Source: an optimization exercise on an open RTL-to-GDS flow (aim: small area). Production flows keep margins and buffers that such runs may drop. Only simulation tests tie the RTL to the original design; equivalence was not proved.

==> design/flow/design.v <==
module qfb_if (
    input  wire        clk,
    input  wire        rst,         
    input  wire        a,
    input  wire        b,
    input  wire        z,
    input  wire        en,          
    input  wire        dirinv,      
    input  wire        zinv,        
    input  wire [1:0]  idxqual,     
    input  wire [9:0]  cwin,        
    input  wire [31:0] chg_hi,      
    input  wire [31:0] chg_lo,      
    input  wire [9:0]  zto,         
    input  wire [15:0] enc_cpr,     
    input  wire        wr,
    input  wire [2:0]  waddr,
    input  wire [31:0] wdata,
    input  wire        rearm,       
    output reg  [31:0] count,
    output reg  [31:0] idxcnt,
    output reg  [31:0] fbspeed,
    output reg  [15:0] idxdev,
    output reg  [15:0] hits,
    output reg  [15:0] merged,
    output reg  [15:0] phcnt,
    output wire [7:0]  fbstat,
    output reg  [31:0] cmp,
    output reg         arm,
    output reg  [1:0]  idxmode,
    output reg         cntmeth,
    output reg         rev,
    output wire        hit
);
    localparam [2:0] A_CMP = 3'd0, A_SPACING = 3'd1, A_CTRL = 3'd2, A_IDXMODE = 3'd3,
                     A_PRESET = 3'd4, A_FBSTAT = 3'd5, A_MERGED = 3'd6, A_PHCNT = 3'd7;
    reg  [4:0] stepc;         
    wire       step_end = (stepc == 5'd19);
    wire [4:0] stepc_inc;
    qfb_inc1 #(5) u_stepc (.a(stepc), .s(stepc_inc));
    always @(posedge clk) begin
        if (rst)
            stepc <= 5'd0;
        else
            stepc <= step_end ? 5'd0 : stepc_inc;
    end
    reg        a_s, b_s, z_s, en_s;
    reg        a_p, b_p, zact_p, en_d;
    always @(posedge clk) begin
        a_s  <= a;
        b_s  <= b;
        z_s  <= z;
        en_s <= ~rst & en;
        en_d <= en_s;
    end
    wire       first = en_s & ~en_d;
    wire       zact  = z_s ^ zinv;
    wire       a_ch  = a_s ^ a_p;
    wire       b_ch  = b_s ^ b_p;
    wire       live  = en_s & en_d;
    wire       d_step  = live & (a_ch ^ b_ch);
    wire       d_pherr = live & a_ch & b_ch;
    wire       d_up    = (a_ch ? (a_s ^ b_s) : ~(a_s ^ b_s)) ^ dirinv;
    reg        qual;
    always @(*) begin
        case (idxqual)
            2'd0: qual = 1'b1;
            2'd1: qual = a_s;
            2'd2: qual = b_s;
            default: qual = a_s & b_s;
        endcase
    end
    wire       d_idx = live & zact & ~zact_p & qual;
    always @(posedge clk) begin
        if (en_s) begin
            a_p    <= a_s;
            b_p    <= b_s;
            zact_p <= zact;
        end
    end
    reg        p1_step, p1_up, p1_pherr, p1_idx;
    reg        p2_step, p2_up, p2_pherr, p2_idx;
    always @(posedge clk) begin
        p1_up <= d_up;
        p2_up <= p1_up;
        if (rst) begin
            p1_step <= 1'b0; p1_pherr <= 1'b0; p1_idx <= 1'b0;
            p2_step <= 1'b0; p2_pherr <= 1'b0; p2_idx <= 1'b0;
        end else begin
            p1_step <= d_step; p1_pherr <= d_pherr; p1_idx <= d_idx;
            p2_step <= p1_step; p2_pherr <= p1_pherr; p2_idx <= p1_idx;
        end
    end
    wire [31:0] stepv = p2_step ? (p2_up ? 32'd1 : 32'hFFFFFFFF) : 32'd0;
    wire        st_dn = p2_step & ~p2_up;       
    wire        st_up = p2_step & p2_up;
    wire w_cmp     = wr & (waddr == A_CMP);
    wire w_spacing = wr & (waddr == A_SPACING);
    wire w_ctrl    = wr & (waddr == A_CTRL);
    wire w_idxmode = wr & (waddr == A_IDXMODE) & (wdata[1:0] != 2'd3);
    wire w_preset  = wr & (waddr == A_PRESET);
    wire w_fbstat  = wr & (waddr == A_FBSTAT);
    wire w_merged  = wr & (waddr == A_MERGED);
    wire w_phcnt   = wr & (waddr == A_PHCNT);
    reg  [31:0] spacing;
    reg         oneshot;
    reg  [7:0]  hitw;
    reg  [7:0]  hitu;            
    reg  [4:0]  hits20;          
    reg  [31:0] idxnet;          
    reg         idxrev;          
    reg         idxseen;         
    reg         lastdir_up;      
    reg         anystep;         
    wire        hit_on   = (hitu != 8'd0) | (hits20 != 5'd0);
    wire [31:0] base     = w_preset ? wdata : count;
    wire [31:0] newcount;
    qfb_add #(32) u_count (.a(base), .b({32{st_dn}}), .ci(st_up), .s(newcount), .co());
    wire        do_hit   = p2_step & arm & (spacing != 32'd0) & (newcount == cmp) & (p2_up == ~spacing[31]);
    wire        do_clear = p2_idx & (idxmode[0] ^ idxmode[1]);
    wire        reversal = p2_step & anystep & (p2_up != lastdir_up);
    wire [31:0] netnow;
    qfb_add #(32) u_idxnet (.a(idxnet), .b({32{st_dn}}), .ci(st_up), .s(netnow), .co());
    wire        dev_far  = (netnow[31:17] != {15{netnow[17]}});
    wire [18:0] dev_lo;
    qfb_sub #(19, 16) u_dev (.a({netnow[17], netnow[17:0]}), .b(enc_cpr), .s(dev_lo));
    wire        dev_hi_s = dev_far ? ~netnow[31] : (~dev_lo[18] & (dev_lo[17:15] != 3'd0));    
    wire        dev_lo_s = dev_far ?  netnow[31] : (dev_lo[18] & ((dev_lo[17:15] != 3'b111) | (dev_lo[14:0] == 15'd0)));   
    wire [15:0] devsat   = dev_hi_s ? 16'h7FFF : dev_lo_s ? 16'h8001 : dev_lo[15:0];
    wire        hitm     = do_hit & hit_on;
    wire [15:0] hits_inc, merged_inc, phcnt_inc;
    wire [31:0] cmp_add;
    wire [4:0]  hits20_dec;
    wire [7:0]  hitu_dec;
    qfb_inc1 #(16) u_hits  (.a(hits), .s(hits_inc));
    qfb_inc #(16) u_merged (.a(merged), .ci(merged != 16'hFFFF), .s(merged_inc), .co());
    qfb_inc #(16) u_phcnt  (.a(phcnt),  .ci(phcnt != 16'hFFFF),  .s(phcnt_inc),  .co());
    wire [32:0] cmp_sum;
    qfb_sadd #(32, 32, 0) u_cmp (.a(cmp), .b(spacing), .s(cmp_sum));
    assign cmp_add = cmp_sum[31:0];
    qfb_dec #(5)  u_hits20 (.a(hits20), .s(hits20_dec));
    qfb_dec #(8)  u_hitu   (.a(hitu),   .s(hitu_dec));
    always @(posedge clk) begin
        if (rst) begin
            count   <= 32'd0;
            idxcnt  <= 32'd0;
            idxdev  <= 16'd0;
            hits    <= 16'd0;
            merged  <= 16'd0;
            phcnt   <= 16'd0;
            cmp     <= 32'd0;
            spacing <= 32'd0;
            arm     <= 1'b0;
            oneshot <= 1'b0;
            hitw    <= 8'd0;
            idxmode <= 2'd0;
            hitu    <= 8'd0;
            hits20  <= 5'd0;
            idxseen <= 1'b0;
            anystep <= 1'b0;
            rev     <= 1'b0;
        end else begin
            count <= do_clear ? 32'd0 : newcount;
            if (p2_idx) begin
                idxcnt <= newcount;
                if (idxseen && !(idxrev || reversal) && enc_cpr != 16'd0)
                    idxdev <= devsat;
                idxseen <= 1'b1;
            end
            if (first)
                idxseen <= 1'b0;
            if (p2_step) begin
                anystep <= 1'b1;
                rev     <= ~p2_up;
            end
            if (first)
                anystep <= 1'b0;
            if (w_idxmode)
                idxmode <= wdata[1:0];
            else if (p2_idx && idxmode == 2'd2)
                idxmode <= 2'd0;
            if (do_hit)
                hits <= hits_inc;
            if (w_cmp)
                cmp <= wdata;
            else if (do_hit)
                cmp <= cmp_add;
            if (w_spacing)
                spacing <= wdata;
            if (w_ctrl) begin
                arm     <= wdata[0];
                oneshot <= wdata[1];
                hitw    <= wdata[15:8];
            end else if (rearm)
                arm <= 1'b1;
            else if (do_hit && oneshot)
                arm <= 1'b0;
            if (do_hit) begin
                hitu   <= (hitw == 8'd0) ? 8'd1 : hitw;
                hits20 <= 5'd0;
            end else if (hits20 != 5'd0)
                hits20 <= hits20_dec;
            else if (hitu != 8'd0) begin
                hitu   <= hitu_dec;
                hits20 <= 5'd19;
            end
            if (hitm)
                merged <= w_merged ? 16'd1 : merged_inc;
            else if (w_merged)
                merged <= 16'd0;
            if (p2_pherr)
                phcnt <= w_phcnt ? 16'd1 : phcnt_inc;
            else if (w_phcnt)
                phcnt <= 16'd0;
        end
    end
    always @(posedge clk) begin
        if (p2_idx) begin
            idxnet <= 32'd0;
            idxrev <= 1'b0;
        end else begin
            idxnet <= netnow;
            if (reversal)
                idxrev <= 1'b1;
        end
        if (p2_step)
            lastdir_up <= p2_up;
    end
    assign hit = hit_on;
    reg  [31:0] tsl, cl1, cl2, cl3, cl4;
    wire [31:0] tsl_inc;
    wire [32:0] cl2_add, cl3_add, cl4_add;
    qfb_inc1 #(32) u_tsl (.a(tsl), .s(tsl_inc));
    qfb_sadd #(32, 32, 0) u_cl2 (.a(tsl), .b(cl1), .s(cl2_add));
    qfb_sadd #(32, 32, 0) u_cl3 (.a(tsl), .b(cl2), .s(cl3_add));
    qfb_sadd #(32, 32, 0) u_cl4 (.a(tsl), .b(cl3), .s(cl4_add));
    wire [31:0] tsl_n = d_step ? 32'd1 : tsl_inc;
    wire [31:0] cl1_n = d_step ? tsl : cl1;
    wire [31:0] cl2_n = d_step ? cl2_add[31:0] : cl2;
    wire [31:0] cl3_n = d_step ? cl3_add[31:0] : cl3;
    wire [31:0] cl4_n = d_step ? cl4_add[31:0] : cl4;
    always @(posedge clk) begin
        tsl <= tsl_n;
        cl1 <= cl1_n;
        cl2 <= cl2_n;
        cl3 <= cl3_n;
        cl4 <= cl4_n;
    end
    reg [2:0]  nedge;             
    reg        sdir_up;           
    always @(posedge clk) begin
        if (rst) begin
            nedge <= 3'd0;
        end else if (first) begin
            nedge <= 3'd0;
        end else if (p2_step) begin
            sdir_up <= p2_up;
            if (nedge == 3'd0 || p2_up != sdir_up)
                nedge <= 3'd1;
            else if (nedge != 3'd5)
                nedge <= nedge + 3'd1;
        end
    end
    function [3:0] nupd(input [3:0] sn, input st, input up);
        begin
            if (!st)
                nupd = sn;
            else if (sn[2:0] == 3'd0 || up != sn[3])
                nupd = {up, 3'd1};
            else if (sn[2:0] == 3'd5)
                nupd = {up, 3'd5};
            else
                nupd = {up, sn[2:0] + 3'd1};
        end
    endfunction
    wire [3:0] pn1 = first ? {sdir_up, 3'd0} : nupd({sdir_up, nedge}, p2_step, p2_up);
    wire [3:0] pn2 = nupd(pn1, p1_step, p1_up);
    wire [3:0] pn3 = nupd(pn2, d_step, d_up);
    wire [1:0] kc  = (pn3[2:0] >= 3'd5) ? 2'd3 : (pn3[1:0] - 2'd2);    
    reg  [31:0] dt_t;
    always @(*) begin
        case (kc)
            2'd0: dt_t = cl1_n;
            2'd1: dt_t = cl2_n;
            2'd2: dt_t = cl3_n;
            default: dt_t = cl4_n;
        endcase
    end
    wire [33:0] ts3_t;                     
    qfb_sadd #(32, 32, 1) u_ts3 (.a(tsl_n), .b(tsl_n), .s(ts3_t));
    reg  [33:0] tk_t;                      
    always @(*) begin
        case (kc)
            2'd0: tk_t = {2'd0, tsl_n};
            2'd1: tk_t = {1'd0, tsl_n, 1'b0};
            2'd2: tk_t = ts3_t;
            default: tk_t = {tsl_n, 2'b0};
        endcase
    end
    wire        sel_lo;
    qfb_gt #(32) u_sel (.a(tk_t[31:0]), .b(dt_t), .gt(sel_lo));
    wire        sel_t = (tk_t[33:32] != 2'd0) | sel_lo;
    wire [31:0] pd_t  = sel_t ? tsl_n : dt_t;
    wire [1:0]  pk_t  = sel_t ? 2'd0 : kc;                    
    wire        pstart = (stepc == 5'd16);
    reg  [31:0] pd_r;
    reg  [32:0] pr_r;
    reg  [1:0]  pk_r;
    reg  [23:0] pq_r;
    reg         psat_r;
    wire [31:0] pd  = pstart ? pd_t : pd_r;
    wire [1:0]  pk  = pstart ? pk_t : pk_r;
    reg  [2:0]  pf;                  
    always @(*) begin
        case (pk)
            2'd0: pf = 3'd1;
            2'd1: pf = 3'd2;
            2'd2: pf = 3'd4;
            default: pf = 3'd5;
        endcase
    end
    wire        psat = pstart ? (pd_t[31:3] == 29'd0 && pd_t[2:0] <= pf) : psat_r;
    wire [32:0] pr   = pstart ? {30'd0, pf} : pr_r;
    reg  [33:0] pn;
    always @(*) begin
        case (pk)
            2'd0: pn = 34'h0BEBC2000;
            2'd1: pn = 34'h17D784000;
            2'd2: pn = 34'h23C346000;
            default: pn = 34'h2FAF08000;
        endcase
    end
    reg  [7:0]  pnb;
    always @(*) begin
        case (stepc[1:0])
            2'd0: pnb = pn[30:23];
            2'd1: pnb = pn[22:15];
            2'd2: pnb = pn[14:7];
            default: pnb = {pn[6:0], 1'b0};
        endcase
    end
    wire [32:0] prr [0:8];
    wire [7:0]  pqb;
    assign prr[0] = pr;
    genvar pi;
    generate for (pi = 0; pi < 8; pi = pi + 1) begin : prow
        qfb_drow #(32) u (.r(prr[pi]), .n(pnb[7 - pi]), .d(pd), .ro(prr[pi + 1]), .q(pqb[7 - pi]));
    end endgenerate
    wire [40:0] prow_o = {pqb, prr[8]};
    always @(posedge clk) begin
        pd_r   <= pd;
        pk_r   <= pk;
        psat_r <= psat;
        pr_r   <= prow_o[32:0];
        pq_r   <= {pq_r[15:0], prow_o[40:33]};
    end
    wire [31:0] pmag = psat ? 32'h7FFFFFFF : {1'b0, pq_r, prow_o[40:34]};
    reg  [31:0] tsx;
    reg  [1:0]  tso;
    always @(*) begin
        case ({p2_step, p1_step})
            2'b00: begin tsx = tsl; tso = 2'd2; end
            2'b01: begin tsx = cl1; tso = 2'd1; end
            2'b10: begin tsx = cl1; tso = 2'd0; end
            default: begin tsx = cl2; tso = 2'd1; end
        endcase
    end
    wire [9:0]  zeff   = (zto == 10'd0) ? 10'd100 : zto;
    wire [11:0] z3;
    wire [12:0] z5;
    wire [16:0] z35;
    wire [22:0] zto_u;
    wire        ts_lt;
    qfb_sadd #(10, 10, 1)  u_z3  (.a(zeff), .b(zeff), .s(z3));
    qfb_sadd #(10, 10, 2)  u_z5  (.a(zeff), .b(zeff), .s(z5));
    qfb_sadd #(12, 13, 4)  u_z35 (.a(z3), .b(z5), .s(z35));
    qfb_sadd #(12, 17, 10) u_zu  (.a(z3), .b(z35), .s(zto_u));
    qfb_gtc #(22) u_zge (.a(zto_u[21:0]), .b(tsx[27:6]), .ci({4'd0, tso} > tsx[5:0]), .gt(ts_lt));
    wire        p_zto  = (tsx[31:2] == 30'd0 && tsx[1:0] < tso) | (tsx[31:28] != 4'd0) | ~ts_lt;
    wire        p_zero = ~en_s | (nedge < 3'd2) | p_zto;
    reg  [10:0] wblk;
    reg  [10:0] wsub;
    wire [10:0] cwin_eff = (cwin == 10'd0) ? 11'd100 : {1'b0, cwin};
    wire        win_end  = en_s & (wsub == 11'd1999) & (wblk == cwin_eff);
    wire [10:0] wblk_inc, wsub_inc;
    qfb_inc1 #(11) u_wblk (.a(wblk), .s(wblk_inc));
    qfb_inc1 #(11) u_wsub (.a(wsub), .s(wsub_inc));
    reg         wn_s;
    reg  [32:0] wn_m;
    localparam [32:0] WN_MAXN = 33'h186A00000;    
    localparam [32:0] WN_MAXP = 33'h1869FF3CB;    
    wire        n1_up = p1_step & p1_up, n1_dn = p1_step & ~p1_up;
    wire        n0_up = d_step & d_up,   n0_dn = d_step & ~d_up;
    wire [1:0]  s2_u = {1'b0, n1_up} + {1'b0, n0_up};
    wire [1:0]  s2_d = {1'b0, n1_dn} + {1'b0, n0_dn};
    wire [1:0]  s3_u = s2_u + {1'b0, st_up};
    wire [1:0]  s3_d = s2_d + {1'b0, st_dn};
    wire [2:0]  s2_v = {1'b0, s2_u} - {1'b0, s2_d};
    wire [2:0]  s3_v = {1'b0, s3_u} - {1'b0, s3_d};
    wire [2:0]  sr_v = en_s ? s3_v : s2_v;
    wire [1:0]  sr_a = sr_v[2] ? (2'd0 - sr_v[1:0]) : sr_v[1:0];
    reg  [32:0] sr_m;
    always @(*) begin
        case (sr_a)
            2'd0: sr_m = 33'd0;
            2'd1: sr_m = 33'd3125;
            2'd2: sr_m = 33'd6250;
            default: sr_m = 33'd9375;
        endcase
    end
    wire        wn_zero = (wn_m == 33'd0);
    wire        wn_ismn = (wn_m == WN_MAXN);
    wire        wn_away = wn_zero | (n0_up & ~wn_s) | (n0_dn & wn_s);
    wire        wn_add  = wn_away & ~(n0_dn & wn_s & wn_ismn);
    wire        wn_sn   = (n0_up & ~wn_s & (wn_m == WN_MAXP)) ? 1'b1 :
                          (n0_dn & wn_s & wn_ismn) ? 1'b0 :
                          (wn_zero & d_step) ? n0_dn : wn_s;
    wire [32:0] wn_sum;
    qfb_add #(33) u_wn (.a(wn_m), .b({33{d_step}} & ({33{~wn_add}} ^ 33'd3125)),
                        .ci(d_step & ~wn_add), .s(wn_sum), .co());
    wire        wn_rs   = ~en_s | first | win_end;
    wire        wn_s_n  = wn_rs ? sr_v[2] : wn_sn;
    wire [32:0] wn_m_n  = wn_rs ? sr_m : wn_sum;
    always @(posedge clk) begin
        if (!en_s || first || win_end) begin
            wblk <= 11'd1;
            wsub <= 11'd0;
        end else if (wblk == 11'd1049 && wsub == 11'd1151) begin    
            wblk <= 11'd1;
            wsub <= 11'd0;
        end else if (wsub == 11'd1999) begin
            wblk <= wblk_inc;
            wsub <= 11'd0;
        end else
            wsub <= wsub_inc;
        wn_s <= wn_s_n;
        wn_m <= wn_m_n;
    end
    wire        cstart = (wsub == 11'd1996);
    wire [32:0] cy_t = wn_m_n;
    reg  [11:0] cr_r;
    reg  [23:0] cq_r;
    reg  [13:0] cy_r;
    reg         csat_r, cneg_r;
    wire        cy_lt;
    qfb_gt #(11) u_csat (.a(wblk), .b(cy_t[32:22]), .gt(cy_lt));
    wire        csat = cstart ? ~cy_lt : csat_r;
    wire        cneg = cstart ? wn_s_n : cneg_r;
    wire [11:0] cr   = cstart ? {1'b0, cy_t[32:22]} : cr_r;
    wire [7:0]  cnb  = cstart ? cy_t[21:14] : cy_r[13:6];
    wire [11:0] crr [0:8];
    wire [7:0]  cqb;
    assign crr[0] = cr;
    genvar ci;
    generate for (ci = 0; ci < 8; ci = ci + 1) begin : crow
        qfb_drow #(11) u (.r(crr[ci]), .n(cnb[7 - ci]), .d(wblk), .ro(crr[ci + 1]), .q(cqb[7 - ci]));
    end endgenerate
    wire [19:0] crow_o = {cqb, crr[8]};
    always @(posedge clk) begin
        csat_r <= csat;
        cneg_r <= cneg;
        cr_r   <= crow_o[11:0];
        cq_r   <= {cq_r[15:0], crow_o[19:12]};
        cy_r   <= cstart ? {cy_t[13:0]} : {cy_r[5:0], 8'd0};
    end
    wire [31:0] cmag = csat ? 32'h7FFFFFFF : {1'b0, cq_r, crow_o[19:13]};
    wire        fneg  = fbspeed[31];
    wire [31:0] fbx   = fbspeed ^ {32{fneg}};        
    wire        fbt   = (fbx[3:0] != 4'd0) | fneg;
    wire        hi_gt, lo_gt;
    wire        hi_gt29, lo_gt28;
    qfb_gtn #(29) u_hi (.na({~fbx[31:4], ~fbt}), .b({chg_hi[27:0], 1'b0}), .gt(hi_gt29));
    qfb_gt  #(28) u_lo (.a(chg_lo[27:0]), .b(cmag[31:4]), .gt(lo_gt28));
    assign hi_gt = (chg_hi[31:28] == 4'd0) & hi_gt29;
    assign lo_gt = (chg_lo[31:28] != 4'd0) | lo_gt28;
    wire        gt_hi = (chg_hi == 32'd0) ? ({4'd0, fbx[31:4], fbt} > {32'd1000000, 1'b0}) : hi_gt;
    wire        lt_lo = (chg_lo == 32'd0) ? ({4'd0, cmag[31:4]} < 32'd750000) : lo_gt;
    wire [31:0] smag = cntmeth ? cmag : pmag;
    wire        sneg = cntmeth ? cneg : ~sdir_up;
    wire [31:0] sneg_v;
    qfb_inc #(32) u_neg (.a(smag ^ {32{sneg}}), .ci(sneg), .s(sneg_v), .co());
    wire [31:0] sval = (~cntmeth & p_zero) ? 32'd0 : sneg_v;
    always @(posedge clk) begin
        if (rst || !en_s) begin
            fbspeed <= 32'd0;
            cntmeth <= 1'b0;
        end else if (!cntmeth) begin
            if (step_end)
                fbspeed <= sval;
            if (win_end && gt_hi)
                cntmeth <= 1'b1;
        end else if (win_end) begin
            fbspeed <= sval;
            if (lt_lo)
                cntmeth <= 1'b0;
        end
    end
    reg  [5:0] fst;     
    wire [5:0] st_set = {win_end & (cntmeth ? lt_lo : gt_hi),
                         hitm,
                         do_hit,
                         do_clear,
                         p2_idx,
                         p2_pherr};
    wire [5:0] st_clr = w_fbstat ? {wdata[6:2], wdata[0]} : 6'd0;
    always @(posedge clk) begin
        if (rst)
            fst <= 6'd0;
        else
            fst <= (fst & ~st_clr) | st_set;
    end
    assign fbstat = {1'b0, fst[5:1], 1'b0, fst[0]};
endmodule
module qfb_fa (input wire a, input wire b, input wire c, output wire s, output wire co);
    assign s  = a ^ b ^ c;
    assign co = (a & b) | (a & c) | (b & c);
endmodule
module qfb_ha (input wire a, input wire b, output wire s, output wire co);
    assign s  = a ^ b;
    assign co = a & b;
endmodule
module qfb_maj (input wire a, input wire b, input wire c, output wire y);
    assign y = (a & b) | (a & c) | (b & c);
endmodule
module qfb_add #(parameter W = 32) (
    input  wire [W-1:0] a,
    input  wire [W-1:0] b,
    input  wire         ci,
    output wire [W-1:0] s,
    output wire         co
);
    wire [W:0] c;
    assign c[0] = ci;
    genvar i;
    generate for (i = 0; i < W; i = i + 1) begin : g
        qfb_fa u (.a(a[i]), .b(b[i]), .c(c[i]), .s(s[i]), .co(c[i+1]));
    end endgenerate
    assign co = c[W];
endmodule
module qfb_sadd #(parameter WA = 32, parameter WB = 32, parameter K = 0,
                  parameter WS = ((WA + K > WB) ? WA + K : WB) + 1) (
    input  wire [WA-1:0] a,
    input  wire [WB-1:0] b,
    output wire [WS-1:0] s
);
    wire [WS:0] c;
    assign c[0] = 1'b0;
    genvar i;
    generate for (i = 0; i < WS; i = i + 1) begin : g
        if (i >= K && i < K + WA && i < WB) begin : both
            if (i > K) begin : f
                qfb_fa u (.a(a[i-K]), .b(b[i]), .c(c[i]), .s(s[i]), .co(c[i+1]));
            end else begin : h
                qfb_ha u (.a(a[i-K]), .b(b[i]), .s(s[i]), .co(c[i+1]));
            end
        end else if ((i >= K && i < K + WA) || i < WB) begin : one
            wire x;
            if (i >= K && i < K + WA) begin : xa
                assign x = a[i-K];
            end else begin : xb
                assign x = b[i];
            end
            if (i > K && K < WB) begin : h
                qfb_ha u (.a(x), .b(c[i]), .s(s[i]), .co(c[i+1]));
            end else begin : p
                assign s[i]   = x;
                assign c[i+1] = 1'b0;
            end
        end else begin : none
            if (i > K && K < WB) begin : p
                assign s[i] = c[i];
            end else begin : z
                assign s[i] = 1'b0;
            end
            assign c[i+1] = 1'b0;
        end
    end endgenerate
endmodule
module qfb_sub #(parameter W = 19, parameter WB = 16) (
    input  wire [W-1:0]  a,
    input  wire [WB-1:0] b,
    output wire [W-1:0]  s
);
    wire [W:1] c;                        
    assign s[0] = a[0] ^ b[0];
    assign c[1] = a[0] | ~b[0];
    genvar i;
    generate for (i = 1; i < W; i = i + 1) begin : g
        if (i < WB) begin : f
            qfb_fa u (.a(a[i]), .b(~b[i]), .c(c[i]), .s(s[i]), .co(c[i+1]));
        end else begin : p
            assign s[i]   = ~(a[i] ^ c[i]);
            assign c[i+1] = a[i] | c[i];
        end
    end endgenerate
endmodule
module qfb_inc #(parameter W = 32) (
    input  wire [W-1:0] a,
    input  wire         ci,
    output wire [W-1:0] s,
    output wire         co
);
    wire [W:0] c;
    assign c[0] = ci;
    genvar i;
    generate for (i = 0; i < W; i = i + 1) begin : g
        qfb_ha u (.a(a[i]), .b(c[i]), .s(s[i]), .co(c[i+1]));
    end endgenerate
    assign co = c[W];
endmodule
module qfb_inc1 #(parameter W = 32) (
    input  wire [W-1:0] a,
    output wire [W-1:0] s
);
    wire [W:0] c;
    assign s[0] = ~a[0];
    assign c[1] = a[0];
    genvar i;
    generate for (i = 1; i < W; i = i + 1) begin : g
        qfb_ha u (.a(a[i]), .b(c[i]), .s(s[i]), .co(c[i+1]));
    end endgenerate
endmodule
module qfb_dec #(parameter W = 8) (
    input  wire [W-1:0] a,
    output wire [W-1:0] s
);
    wire [W:0] c;
    assign c[0] = 1'b1;
    genvar i;
    generate for (i = 0; i < W; i = i + 1) begin : g
        assign s[i]   = a[i] ^ c[i];
        assign c[i+1] = ~a[i] & c[i];
    end endgenerate
endmodule
module qfb_gt #(parameter W = 32) (
    input  wire [W-1:0] a,
    input  wire [W-1:0] b,
    output wire         gt
);
    wire [W:1] c;
    assign c[1] = a[0] & ~b[0];
    genvar i;
    generate for (i = 1; i < W; i = i + 1) begin : g
        qfb_maj u (.a(a[i]), .b(~b[i]), .c(c[i]), .y(c[i+1]));
    end endgenerate
    assign gt = c[W];
endmodule
module qfb_gtc #(parameter W = 32) (
    input  wire [W-1:0] a,
    input  wire [W-1:0] b,
    input  wire         ci,
    output wire         gt
);
    wire [W:0] c;
    assign c[0] = ci;
    genvar i;
    generate for (i = 0; i < W; i = i + 1) begin : g
        qfb_maj u (.a(a[i]), .b(~b[i]), .c(c[i]), .y(c[i+1]));
    end endgenerate
    assign gt = c[W];
endmodule
module qfb_gtn #(parameter W = 32) (
    input  wire [W-1:0] na,
    input  wire [W-1:0] b,
    output wire         gt
);
    wire [W:1] e;                        
    assign e[1] = na[0] | b[0];
    genvar i;
    generate for (i = 1; i < W; i = i + 1) begin : g
        qfb_maj u (.a(na[i]), .b(b[i]), .c(e[i]), .y(e[i+1]));
    end endgenerate
    assign gt = ~e[W];
endmodule
module qfb_drow #(parameter W = 32) (
    input  wire [W:0]   r,
    input  wire         n,
    input  wire [W-1:0] d,
    output wire [W:0]   ro,
    output wire         q
);
    wire s = r[W];
    qfb_add #(W + 1) u_as (.a({r[W-1:0], n}), .b({1'b0, d} ^ {(W + 1){~s}}), .ci(~s), .s(ro), .co());
    assign q = ~ro[W];
endmodule
==> design/flow/run.sh <==
#!/bin/bash
# synth_recipe.tcl (not shown) runs the flow's synth.tcl, then flattens the netlist and writes it again
# the make line also repeats each setting of config.mk as NAME=value (left out here)
make -C /OpenROAD-flow-scripts/flow DESIGN_CONFIG=/design/flow/config.mk WORK_HOME=/design/flow/orfs CLKGATE_MAP_FILE= SYNTH_SCRIPT=/design/flow/synth_recipe.tcl finish
==> design/flow/config.mk <==
export PLATFORM = sky130hd
export DESIGN_NAME = qfb_if
export DESIGN_NICKNAME = qfb_if
export VERILOG_FILES = /design/flow/design.v
export SDC_FILE = /design/flow/constraint.sdc
export NUM_CORES = 8
export LEC_CHECK = 0
export ABC_AREA = 1
export CAP_MARGIN = 20
export CORE_MARGIN = 2
export CORE_UTILIZATION = 60
export CTS_BUF_LIST = sky130_fd_sc_hd__clkbuf_4
export CTS_CLUSTER_DIAMETER = 40
export CTS_CLUSTER_SIZE = 8
export PLACE_DENSITY = 0.7
export SLEW_MARGIN = 20
==> design/flow/constraint.sdc <==
create_clock -name core_clock -period 200.0 [get_ports {clk}]
set_input_delay 40.0000 -clock core_clock [delete_from_list [all_inputs] [get_ports {clk}]]
set_output_delay 40.0000 -clock core_clock [all_outputs]
set_load 0.01 [all_outputs]
==> results.txt <==
[synthesized netlist by cell type, types with 63 or more instances]
cell type     n  area (um2)
xor2_1      386        3380
nor2_1      368        1380
xnor2_1      74         648
o21ai_0     421        2110
ha_1        194        2430
inv_1       696        2610
buf_4        93         698
nand3_1     131         656
buf_2        63         315
clkbuf_1    167         627
nand2_1    1190        4470
fa_1        613       12300
nand4_1      81         507
dfxtp_1     673       13500
a21oi_1     285        1430
[area by class of cell]
type                            instances  area [um2]
Clock buffer                          136        1020
Tap cell                             1080        1350
Antenna cell                           15        37.5
Timing Repair Buffer                  421        4050
Multi-Input combinational cell       4152       32300
Inverter                              725        2730
Fill cell                            7141       27600
Sequential cell                       678       13600
Clock inverter                         65         588
[layout by cell type (no fill, tap or decap), drive strengths merged, types with 9 or more instances in the layout]
| cell | netlist | layout |
|---|---|---|
| a221oi | 13 | 13 |
| diode | 0 | 15 |
| o22ai | 43 | 43 |
| nand3 | 137 | 137 |
| dfxtp | 673 | 673 |
| bufinv | 0 | 9 |
| a22oi | 9 | 9 |
| a22o | 18 | 18 |
| a31oi | 48 | 48 |
| clkbuf | 167 | 136 |
| a21oi | 286 | 286 |
| clkdlybuf4s50 | 0 | 349 |
| fa | 613 | 613 |
| nor2 | 372 | 372 |
| xor2 | 386 | 386 |
| nor3 | 37 | 37 |
| nand4 | 81 | 81 |
| o21ai | 463 | 463 |
| clkinv | 13 | 61 |
| nor4 | 44 | 44 |
| xnor2 | 74 | 74 |
| or2 | 35 | 35 |
| o221ai | 17 | 17 |
| ha | 194 | 194 |
| buf | 185 | 72 |
| inv | 712 | 712 |
| nand2 | 1201 | 1201 |
[worst max-delay path: cells and delay by family]
| kind | cells | cell delay, ns |
|---|---|---|
| compound gates | 9 | 1.68 |
| buf+inv | 40 | 5.85 |
| simple gates | 46 | 4.78 |
| xor+xnor | 16 | 3.95 |
| fa+ha+maj | 249 | 103.17 |
[final timing paths]
| path | start | endpoint | slack, ns |
|---|---|---|---|
| max | dirinv | pq_r[0] | 41.38 |
| min | pq_r[1] | pq_r[9] | 0.35 |
| max reg2reg | a_s | pq_r[0] | 70.89 |
| min reg2reg | pq_r[1] | pq_r[9] | 0.35 |
[logic make-up after synthesis]
| family | count (synthesis) |
|---|---|
| adders and majority gates | 811 |
| AOI/OAI and AO/OA | 944 |
| DFF | 678 |
| and+or+nand+nor | 1933 |
| other | 1 |
| xor gates and xnor gates | 460 |
| buffers and inverters | 1077 |
| muxes | 2 |
[per-stage QoR]
stage / utilization [%] / cells / worst slack [ns]
floorplan: - / 5907 / 47.09
global placement: 64.8 / 7055 / 42.17
detailed placement: 64.8 / 7055 / 39.55
CTS: 66.7 / 7256 / 40.88
global route: 66.8 / 7265 / 35.77
finish: 66.8 / 7272 / 41.38
[per-layer routing]
metal	vias up	routed length (um)	GRT usage, %
met3	346	9800	7.62
li1	19121	-	-
met4	26	6400	14.5
met2	1258	64800	53.5
met1	19112	55000	40.0
met5	-	171	0
==> results.py <==
metrics = {
    "run_status": {
        "status": "complete, no violations",
    },
    "placement": {
        "io_buffers": 350,
        "dpl.hpwl_um": 105000,
        "place_congestion": 0.940,
        "placed_area_um2": 54000,
    },
    "yosys": {
        "synthCells": 5906,
        "synth-main-ff-cell": "dfxtp_1",
        "syn_area_um2": 50300,
        "synth.distinct_cells": 74,
        "synth_compound_area_share_pct": 10.5,
        "muxShareOfSynthArea_pct": 0.0423,
        "synth_top_family_by_area": "adder cells",
        "ys_seq_area_share_pct": 27.1,
        "synth_edf_count": 5,
        "synth_fa_ha_area_share_pct": 29.3,
        "postSynthAreaPerCell_um2": 8.51,
        "synth-async-reset-ratio_pct": 0,
        "synth-simple-area-share_pct": 16.1,
        "ys_warn_count": 1,
        "ys_seq_elements": 678,
        "synth-xor-area-share_pct": 8.01,
    },
    "detailed_routing": {
        "antenna_left": 0,
        "viasPerCell": 5.48,
        "routedWlPerCell_um": 18.7,
        "drt_iter0_drc": 2683,
        "drc": 0,
        "vias": 39863,
        "wl_um": 136000,
        "dr.pass1.iters": 5,
    },
    "timing": {
        "period_share_pct": 79.3,
        "maxSlewViolCount": 0,
        "worst_pin_slew_ns": 1.06,
        "fin_tns_setup_ns": 0,
        "max_slew_margin_pct": 28.3,
        "rsz0062_at_grt": "false",
        "post-route-min-period_ns": 158.62,
        "skew_ns": 0.0698,
        "finalHoldViolations": 0,
        "fmax_mhz": 6.30,
        "timing.hold.ws_ns": 0.347,
        "setup_viol": 0,
    },
    "worst_setup_path": {
        "cp_common_cell": "fa_1",
        "cp_max_fo": 41,
        "cp.arrival_ns": 159.50,
        "crit_type": "in2reg",
        "worstSetupEndpointType": "register",
        "worstPathRequired_ns": 200.89,
        "cp-start-kind": "input pin",
        "slowest_delay_ns": 0.91,
        "crit_slowest_cell": "nand2_2",
        "r2r_cells": 355,
    },
    "global_route": {
        "grt_pass1_vias": 40291,
        "grt_pass1_wl_um": 218000,
        "grt_usage_pct": 32.2,
        "grt_max_degree": 104,
        "grt.overflow.total": 0,
        "antenna_found_initial": 26,
    },
    "final_layout": {
        "final_cell_area_um2": 55700,
        "fin_nets": 7052,
        "largest_registers": "pr_r (33), wn_m (33)",
        "syn2layout_area_growth_pct": 10.7,
        "drive_gt1_share_pct": 5.78,
    },
    "clocking": {
        "cts_buffer_depth": 3,
        "cts_resized": 0,
        "tritoncts": "built",
        "cts_sinks": 678,
        "ctsHoldBuffers": 0,
        "numCtsBuffers": 120,
        "post_cts_buffers": 0,
        "cts_htree_levels": 3,
        "clk_pin_slew_worst_paths_ns": 0.09,
        "worstSkewPairLatency_ns": 1.01,
        "clock-root-buffer": "clkbuf_4",
    },
    "floorplan": {
        "fp-row-count": 106,
        "core-area_um2": 83300,
        "dieArea_um2": 86100,
        "initial_core_util_pct": 60.4,
        "die_x_um": 293,
        "die_y_um": 293,
        "ios": 353,
    },
    "job": {
        "maxCapViolations": 0,
    },
    "worst_hold_path": {
        "min_path_cells": 0,
        "min_path_type": "reg2reg",
    },
}

-- afterwards: timing with drivers on the ports --
The results above use ideal ports. As a check the final layout listed here was re-extracted and re-timed, cells and wires unchanged. Step 1 sets driving cells, clkbuf_16 on the clock port and buf_2 on the other inputs (assumed; they add their load-dependent delay and slew). Step 2 times the ports against the registers' clock, not the clock port: input delays grow and output delays shrink by t, the midpoint of the rising clock arrivals with the driver on. a / b / c = ideal / step 1 / step 2; a / b = the first two.
t, ns: 1.047
slack for setup (ns): 41.381 / 41.376 / 40.328
hold slack, ns: 0.347 / 0.347 / 0.347
worst register clock-pin slew, ns: 0.10 / 0.10
worst slew at a driven data input, ns: 0.18
After both steps setup and hold are still met in this run. The setup slack of this run moves by -0.005 ns with the drivers and by -1.053 ns with both steps.
